Context: an optimization exercise on an open-source flow, tuned for small area, a short achievable clock period and few clock cycles per item. The choices shown serve that exercise and are no tape-out recipe. Where RTL was checked, it was by simulation tests only, not by an equivalence proof against the original. Power and IR drop assume default switching activity.

Setup of before:
// cmd_env_check
module cmd_env_check (
    input  wire        clk,
    input  wire        rst,             
    input  wire        in_valid,
    output wire        in_ready,
    input  wire [31:0] in_data,
    input  wire        in_last,
    input  wire [31:0] conn_id,         
    input  wire [47:0] bus_counter,     
    output reg         res_valid,
    output reg  [2:0]  res_code,        
    output reg  [2:0]  res_cv,          
    output wire [15:0] res_epoch,       
    output wire        res_epoch_set    
);
For scale: about 1,900 cells after synthesis, ~350 flip-flops, ~21,000 µm² of cells after synthesis.
Settings: LEC_CHECK=0, ABC_CLOCK_PERIOD_IN_PS=3000, CAP_MARGIN=20, CORE_MARGIN=2, CORE_UTILIZATION=40, CTS_BUF_LIST=sky130_fd_sc_hd__clkbuf_4 sky130_fd_sc_hd__clkbuf_8, PLACE_DENSITY=0.6, SETUP_SLACK_MARGIN=5.0, SLEW_MARGIN=20; clock period 8.0 ns.
run.sh (not shown) runs the stock make flow with config.mk's settings and CLKGATE_MAP_FILE= SYNTH_SCRIPT=/design/flow/synth_recipe.tcl, a recipe that flattens the netlist after the stock synthesis.
diff inputs: before => after
diff --git a/flow/design.v b/flow/design.v
--- a/flow/design.v
+++ b/flow/design.v
@@ -463,34 +463,34 @@
     assign ntv[25] = ntt[78];
     assign ntv[26] = ntt[81];
     assign ntv[27] = ntt[84];
     assign ntv[28] = ntt[87];
     assign ntv[29] = ntt[88];
     assign ntv[30] = ntt[89];
     assign ntv[31] = ntt[91];
     reg  [31:0] f_a, g_b, g_c;
     wire [31:0] cf_a   = mat(C_STEP, f_a);
     wire [31:0] cg_b   = mat(C_STEP, g_b);
     wire [31:0] cg_c   = mat(C_STEP, g_c);
-    reg         l1b, l2c;      
-    wire [31:0] cg_sel = c1_q ? (l1b ? cg_b : 32'd0) :
-                         c2_q ? (l2c ? cg_c : cg_b) : 32'd0;
-    wire [31:0] f_next = nx_q ^ (f_q ? (ntv ^ K_A) : (cf_a ^ cg_sel));
-    wire        cv_ok  = (f_next == N_ONES);
-    reg         cv1_ok;
     always @(posedge clk) begin
         if (v_q && cov_q) begin
-            f_a <= f_next;
+            f_a <= nx_q ^ (f_q ? (ntv ^ K_A) : cf_a);
             g_b <= f_q ? K_B : cg_b;
             g_c <= f_q ? K_C : cg_c;
         end
+    end
+    reg         l1b, l2c;      
+    wire [31:0] cg_sel = c1_q ? (l1b ? cg_b : 32'd0) : (l2c ? cg_c : cg_b);
+    wire        cv_ok  = (nx_q == (cf_a ^ cg_sel ^ N_ONES));
+    reg         cv1_ok;
+    always @(posedge clk) begin
         if (v_q && c1_q)
             cv1_ok <= cv_ok;
     end
     reg [31:0] bc_lo;          
     reg [31:0] env_base;       
     reg        sub_q;          
     reg [15:0] ep_q;
     reg        s4_hi, s4_ok, kf_ok, pc_ok;
     wire [31:0] eb_sub = env_base - bc_lo;
     always @(posedge clk) begin
         if (nfirst)
@@ -515,36 +515,34 @@
                 kf_ok <= (in_data[31:16] == 16'h3000) && (in_data[1:0] == 2'b00);
             if (at_pair) begin
                 l1b   <= (in_data[31:24] == 8'h06);
                 l2c   <= (in_data[31:24] == 8'h05) || (in_data[31:24] == 8'h06);
                 pc_ok <= ((in_data[31:24] == 8'h03) || (in_data[31:24] == 8'h05) ||
                           (in_data[31:24] == 8'h06)) && (in_data[23:0] == 24'd0);
             end
         end
     end
     reg [15:0] acc_ep;         
     reg        ep_set;
-    reg [31:0] bc0, bc1;       
-    reg        bsel;
+    reg [31:0] base;
     reg        base_set;
+    reg [31:0] cand;
     reg [1:0]  cand_cnt;       
     wire [15:0] ep_diff = ep_q - acc_ep;
-    reg         eq0, eq1, ep_eq, ep_newer;
+    reg         base_eq, cand_eq, ep_eq, ep_newer;
     always @(posedge clk) begin
-        eq0      <= (env_base == bc0);
-        eq1      <= (env_base == bc1);
+        base_eq  <= base_set && (env_base == base);
+        cand_eq  <= (env_base == cand);
         ep_eq    <= ep_set && (ep_diff == 16'd0);
         ep_newer <= ep_set && (ep_diff != 16'd0) && !ep_diff[15];
     end
-    wire base_eq = base_set && (bsel ? eq1 : eq0);
-    wire cand_eq = bsel ? eq0 : eq1;
     wire done   = v_q & l_q;
     wire s2_ok  = c2_q && kf_ok && pc_ok;
     wire s5_ok  = !base_set || base_eq || ep_newer;
     wire s6_ok  = ep_eq || ep_newer;
     reg [2:0] code_r;
     always @* begin
         if (!s4_ok)      code_r = 3'd4;
         else if (!s5_ok) code_r = 3'd5;
         else if (!s6_ok) code_r = 3'd6;
         else             code_r = 3'd0;
     end
@@ -555,52 +553,47 @@
     wire [2:0] cvf_ok  = {1'b0, s2_ok & l1b & !cv1_ok, s2_ok & !l1b & !cv1_ok};
     wire [2:0] cvf_bad = {s2_ok & l2c & cv1_ok, s2_ok & !l2c & cv1_ok, 1'b0};
     wire r_code0 = code_r == 3'd0;
     wire r_code5 = code_r == 3'd5 && ep_eq;
     wire cand_go = cand_cnt != 2'd0 && cand_eq;
     wire u_ep    = pre & ((r_code0 & ep_newer) | (code_r == 3'd6 & !ep_set));
     wire u_base  = pre & r_code0 & (ep_newer | !base_set);
     wire u_adopt = pre & r_code5 & cand_go & cand_cnt == 2'd3;
     wire u_inc   = pre & r_code5 & cand_go & cand_cnt != 2'd3;
     wire u_cand  = pre & r_code5 & !cand_go;
     wire u_clr   = pre & (r_code0 | u_adopt);
-    wire w_base = cv2_ok & u_base;
-    wire w_cand = cv2_ok & u_cand;
-    always @(posedge clk) begin
-        if ((w_base & !bsel) | (w_cand & bsel))
-            bc0 <= env_base;
-        if ((w_base & bsel) | (w_cand & !bsel))
-            bc1 <= env_base;
-    end
     always @(posedge clk) begin
         if (rst) begin
             acc_ep   <= 16'd0;
             ep_set   <= 1'b0;
             base_set <= 1'b0;
-            bsel     <= 1'b0;
             cand_cnt <= 2'd0;
         end else if (cv2_ok) begin
             if (u_ep) begin
                 acc_ep <= ep_q;
                 ep_set <= 1'b1;
             end
-            if (u_base)
+            if (u_base) begin
+                base     <= env_base;
                 base_set <= 1'b1;
-            else if (u_adopt)
-                bsel <= !bsel;
-            if (u_cand)
+            end else if (u_adopt) begin
+                base     <= cand;
+            end
+            if (u_cand) begin
+                cand     <= env_base;
                 cand_cnt <= 2'd1;
-            else if (u_inc)
+            end else if (u_inc) begin
                 cand_cnt <= cand_cnt + 2'd1;
-            else if (u_clr)
+            end else if (u_clr) begin
                 cand_cnt <= 2'd0;
+            end
         end
     end
     always @(posedge clk) begin
         if (rst)
             res_valid <= 1'b0;
         else
             res_valid <= done;
         res_code <= cv2_ok ? code_ok : code_bad;    
         res_cv   <= cv2_ok ? cvf_ok : cvf_bad;
     end
     assign res_epoch     = acc_ep;
Results
Relative to before, number of multi-input combinational cells in the layout has gone up in after. Cmp after and before / number of buffers outside the clock class in the layout / higher: before. [compare] base=before new=after: post-route clock period utilization has decreased, first-pass iteration count of the detailed router went down 2, via count of the first global-routing pass shows an increase of about 3.6%, fraction of standard cell area in multi-input logic has increased, final area increased by 2.4% relative to the old numbers.
Function was not checked in any run of this note: the RTL went through the layout flow alone.

* * *

== Q ==
cmd_env_check, a different RTL version from the one above (not shown whole).
For scale: roughly 2000 cells after synthesis, roughly 350 flip-flops, ~140 I/O pins, roughly 21000 sq um of cells after synthesis.
clock: 8.0 ns
lec_check: 0
abc_clock_period_in_ps: 3000
cap_margin: 20
core_margin: 2
core_utilization: 40
cts_buf_list: sky130_fd_sc_hd__clkbuf_4 sky130_fd_sc_hd__clkbuf_8
place_density: 0.6
setup_slack_margin: 5.0
slew_margin: 20
standard.sh (not shown) runs the stock make flow with config.mk's settings and CLKGATE_MAP_FILE= SYNTH_SCRIPT=/design/flow/synth_recipe.tcl, a recipe that flattens the netlist after the stock synthesis.
==> flow/flow/run.sh <==
#!/bin/bash
# The standard layout, except that the ports are buffered with
# sky130_fd_sc_hd__buf_1 (the resizer sizes them up where timing needs it)
# instead of the delay buffer buffer_ports picks by default.
set -euo pipefail
export BUFFER_PORTS_ARGS="-buffer_cell sky130_fd_sc_hd__buf_1"
bash standard.sh > standard.log 2>&1
Testbench counts of Q, summed over its fixed seeds: cycles 128,720, envelopes 3,200.
--- input diff Q..T ---
diff --git a/flow/design.v b/flow/design.v
--- a/flow/design.v
+++ b/flow/design.v
@@ -47,46 +47,52 @@
     wire at_h2   = !nfirst && st == S_H2;
     wire at_h3   = !nfirst && st == S_H3;
     wire at_pay  = !nfirst && st == S_PAY;
     wire at_pair = !nfirst && st == S_PAIR;
     wire at_cv1  = !nfirst && st == S_CV1;
     wire at_cv2  = !nfirst && st == S_CV2;
     always @(posedge clk) begin
         if (rst)
             nfirst <= 1'b1;
         else if (take)
             nfirst <= in_last;
     end
+    reg cv_in;
+    always @(posedge clk) begin
+        if (rst)
+            cv_in <= 1'b0;
+        else if (take)
+            cv_in <= !in_last && (at_pair || at_cv1);
+    end
     always @(posedge clk) begin
         if (take) begin
             if (nfirst)
                 st <= S_H1;
             else case (st)
                 S_H1:   st <= S_H2;
                 S_H2:   st <= S_H3;
                 S_H3:   st <= (in_data[15:2] == 14'd0) ? S_PAIR : S_PAY;
                 S_PAY:  st <= (rem == 14'd1) ? S_PAIR : S_PAY;
                 S_PAIR: st <= S_CV1;
                 S_CV1:  st <= S_CV2;
                 default: st <= S_OVER;
             endcase
             if (at_h3)
                 rem <= in_data[15:2];
             else if (at_pay)
                 rem <= rem - 14'd1;
         end
     end
     wire [31:0] rcid  = rev32(conn_id);
     wire [31:0] in_bs = {in_data[7:0], in_data[15:8], in_data[23:16], in_data[31:24]};
-    wire        cv_in = at_cv1 | at_cv2;
     wire [31:0] w_in  = cv_in ? in_data : (in_bs ^ {16'd0, nfirst ? rcid[31:16] : 16'd0});
     wire [31:0] want_in;
     wire [31:0] nx;
     wire [246:0] nxt;    
     assign nxt[0] = w_in[5] ^ w_in[12];
     assign nxt[1] = w_in[0] ^ w_in[6];
     assign nxt[2] = w_in[9] ^ w_in[30];
     assign nxt[3] = w_in[7] ^ w_in[10];
     assign nxt[4] = w_in[2] ^ w_in[3];
     assign nxt[5] = w_in[14] ^ w_in[21];
     assign nxt[6] = w_in[22] ^ nxt[0];
     assign nxt[7] = w_in[25] ^ nxt[2];
--- outcome ---
T went all the way through synthesis, placement and routing and the layout is clean on timing, DRC and antenna. In the metrics for T and Q, the one carrying the lower multi-input combinational cell count is Q. Between T and Q, the global-route met2 utilization does not differ in any meaningful way. Any difference in total track usage between Q and T is small enough to ignore. Diff Q -> T: time the final worst path needs with I/O delays and setup went up 0.014 ns; non-clock buffer count now sits higher; number of distinct library cell variants in the gate-level netlist after synthesis increased 2. Area of combinational cells with multiple inputs, T vs Q: up slightly. From Q to T the numbers moved as follows: worst setup slack decreased by 0.014 ns relative to the old numbers, combined area of all synthesized cells has increased.
Only the layout flow was run in T; the RTL was not checked for function there.

* * *

== violet ==
cmd_env_check, a different RTL version from the one above (not shown whole).
Size in the first run: ~340 flip-flops, roughly 140 I/O pins.
// cmd_env_check
module cmd_env_check (
    input  wire        clk,
    input  wire        rst,             
    input  wire        in_valid,
    output wire        in_ready,
    input  wire [31:0] in_data,
    input  wire        in_last,
    input  wire [31:0] conn_id,         
    input  wire [47:0] bus_counter,     
    output reg         res_valid,
    output reg  [2:0]  res_code,        
    output reg  [2:0]  res_cv,          
    output wire [15:0] res_epoch,       
    output wire        res_epoch_set    
);
export LEC_CHECK = 0
export ABC_CLOCK_PERIOD_IN_PS = 3000
export CAP_MARGIN = 20
export CORE_MARGIN = 2
export CORE_UTILIZATION = 40
export CTS_BUF_LIST = sky130_fd_sc_hd__clkbuf_4 sky130_fd_sc_hd__clkbuf_8
export PLACE_DENSITY = 0.6
export SETUP_SLACK_MARGIN = 5.0
export SLEW_MARGIN = 20
create_clock -name core_clock -period 8.0 [get_ports {clk}]
Scripts as last shown in full above: flow/flow/run.sh
[inputs] yarrow vs violet
--- a/flow/design.v
+++ b/flow/design.v
@@ -516,34 +516,35 @@
             g_b <= f_q ? K_B : cg_b;
             g_c <= f_q ? K_C : cg_c;
         end
         if (v_q && c1_q)
             cv1_ok <= cv_ok;
     end
-    reg [31:0] env_base;
-    reg [15:0] hold16;
+    reg [31:0] bc_lo;          
+    reg [31:0] env_base;       
+    reg        sub_q;          
     reg [15:0] ep_q;
     reg        s4_hi, s4_ok, kf_ok, pc_ok;
-    wire [16:0] eb_lo  = {1'b0, in_data[31:16]} - {1'b0, env_base[15:0]};
-    wire [15:0] eb_hi0 = hold16 - env_base[31:16];
-    wire [15:0] eb_hi1 = eb_hi0 - 16'd1;
-    wire [31:0] eb_sub = {eb_lo[16] ? eb_hi1 : eb_hi0, eb_lo[15:0]};
+    wire [31:0] eb_sub = env_base - bc_lo;
     always @(posedge clk) begin
         if (nfirst)
-            env_base <= bus_counter[31:0];
-        else if (take & at_h1)
-            env_base <= eb_sub;
+            bc_lo <= bus_counter[31:0];
+        sub_q <= take & at_h1;
         if (take & at_h0)
-            hold16 <= in_data[15:0];
-        else if (take & at_h1)
-            hold16 <= env_base[15:0];
+            env_base[31:16] <= in_data[15:0];
+        else if (sub_q)
+            env_base[31:16] <= eb_sub[31:16];
+        if (take & at_h1)
+            env_base[15:0] <= in_data[31:16];
+        else if (sub_q)
+            env_base[15:0] <= eb_sub[15:0];
         if (take) begin
             if (at_h1)
-                s4_hi <= (in_data[15:0] == env_base[31:16]);
+                s4_hi <= (in_data[15:0] == bc_lo[31:16]);
             if (at_h2) begin
-                s4_ok <= s4_hi && (in_data[31:16] == hold16);
+                s4_ok <= s4_hi && (in_data[31:16] == bc_lo[15:0]);
                 ep_q  <= in_data[15:0];
             end
             if (at_h3)
                 kf_ok <= (in_data[31:16] == 16'h3000) && (in_data[1:0] == 2'b00);
             if (at_pair) begin
                 l1b   <= (in_data[31:24] == 8'h06);
### Flow results
- Min clock tree buffer count of the final layout across yarrow and violet: violet
- Total power: yarrow below violet
- Re buffering overhead: yarrow is 0.54 points down on violet.
- Against violet, yarrow comes in 1.4% lower on routed wire length.
- In yarrow, the number of buffer and inverter stages on the critical path came out 1 below the value in violet.
- Taking violet as the reference, in yarrow number of antenna repair diodes now sits lower; cell area after layout now sits lower; number of enable-type register cells in the synthesized netlist now sits higher; count of plain and timing-repair buffers in the layout now sits lower; detailed route wirelength on metal2 now sits lower.
- Compared with violet, yarrow shows final period utilization lower by 11 points.
- Net switching fraction of the power ends up lower on yarrow.
- yarrow: synthesized-area fraction occupied by adder cells is 0.20 points lower than what violet reported.
Testbench counts of yarrow, summed over its fixed seeds: cycles 128,720, envelopes 3,200.
Function not checked in violet: the RTL went through the layout flow alone.

## separate check: timing with driven ports
The flow's constraints put no driver on any port. The routed layouts listed below were extracted and timed again, unchanged, in two steps. Step 1, drivers: a clkbuf_16 drives clk and a buf_2 each remaining input, both assumed. Step 2 adds t to the input delays and takes it off the output delays; t is the mean of the earliest and latest rising clock arrival at the registers after step 1. Input paths then give back, and output paths get back, about the clock's delay inside the block. Three values: ideal ports, drivers, drivers and shift; two values: the first two.
| run | shift t [ns] | setup slack, ns | worst hold slack (ns) | worst register clock-pin slew, ns |
|---|---|---|---|---|
| before | 0.722 | 4.427 / 4.427 / 4.292 | 0.493 / 0.493 / 0.493 | 0.07 / 0.07 |
| after | 0.694 | 4.933 / 4.955 / 4.271 | 0.463 / 0.463 / 0.463 | 0.07 / 0.07 |
| Q | 0.701 | 4.998 / 5.005 / 4.304 | 0.468 / 0.468 / 0.468 | 0.07 / 0.07 |
| T | 0.690 | 4.984 / 4.987 / 4.297 | 0.472 / 0.472 / 0.472 | 0.07 / 0.07 |
| violet | 0.714 | 4.121 / 4.127 / 3.414 | 0.492 / 0.492 / 0.492 | 0.07 / 0.07 |
| yarrow | 0.728 | 5.019 / 5.035 / 4.322 | 0.471 / 0.471 / 0.471 | 0.07 / 0.07 |
After both steps setup and hold are still met in every run listed. The setup slack of violet, which loses most, moves by +0.006 ns with the drivers and by -0.707 ns with both steps.
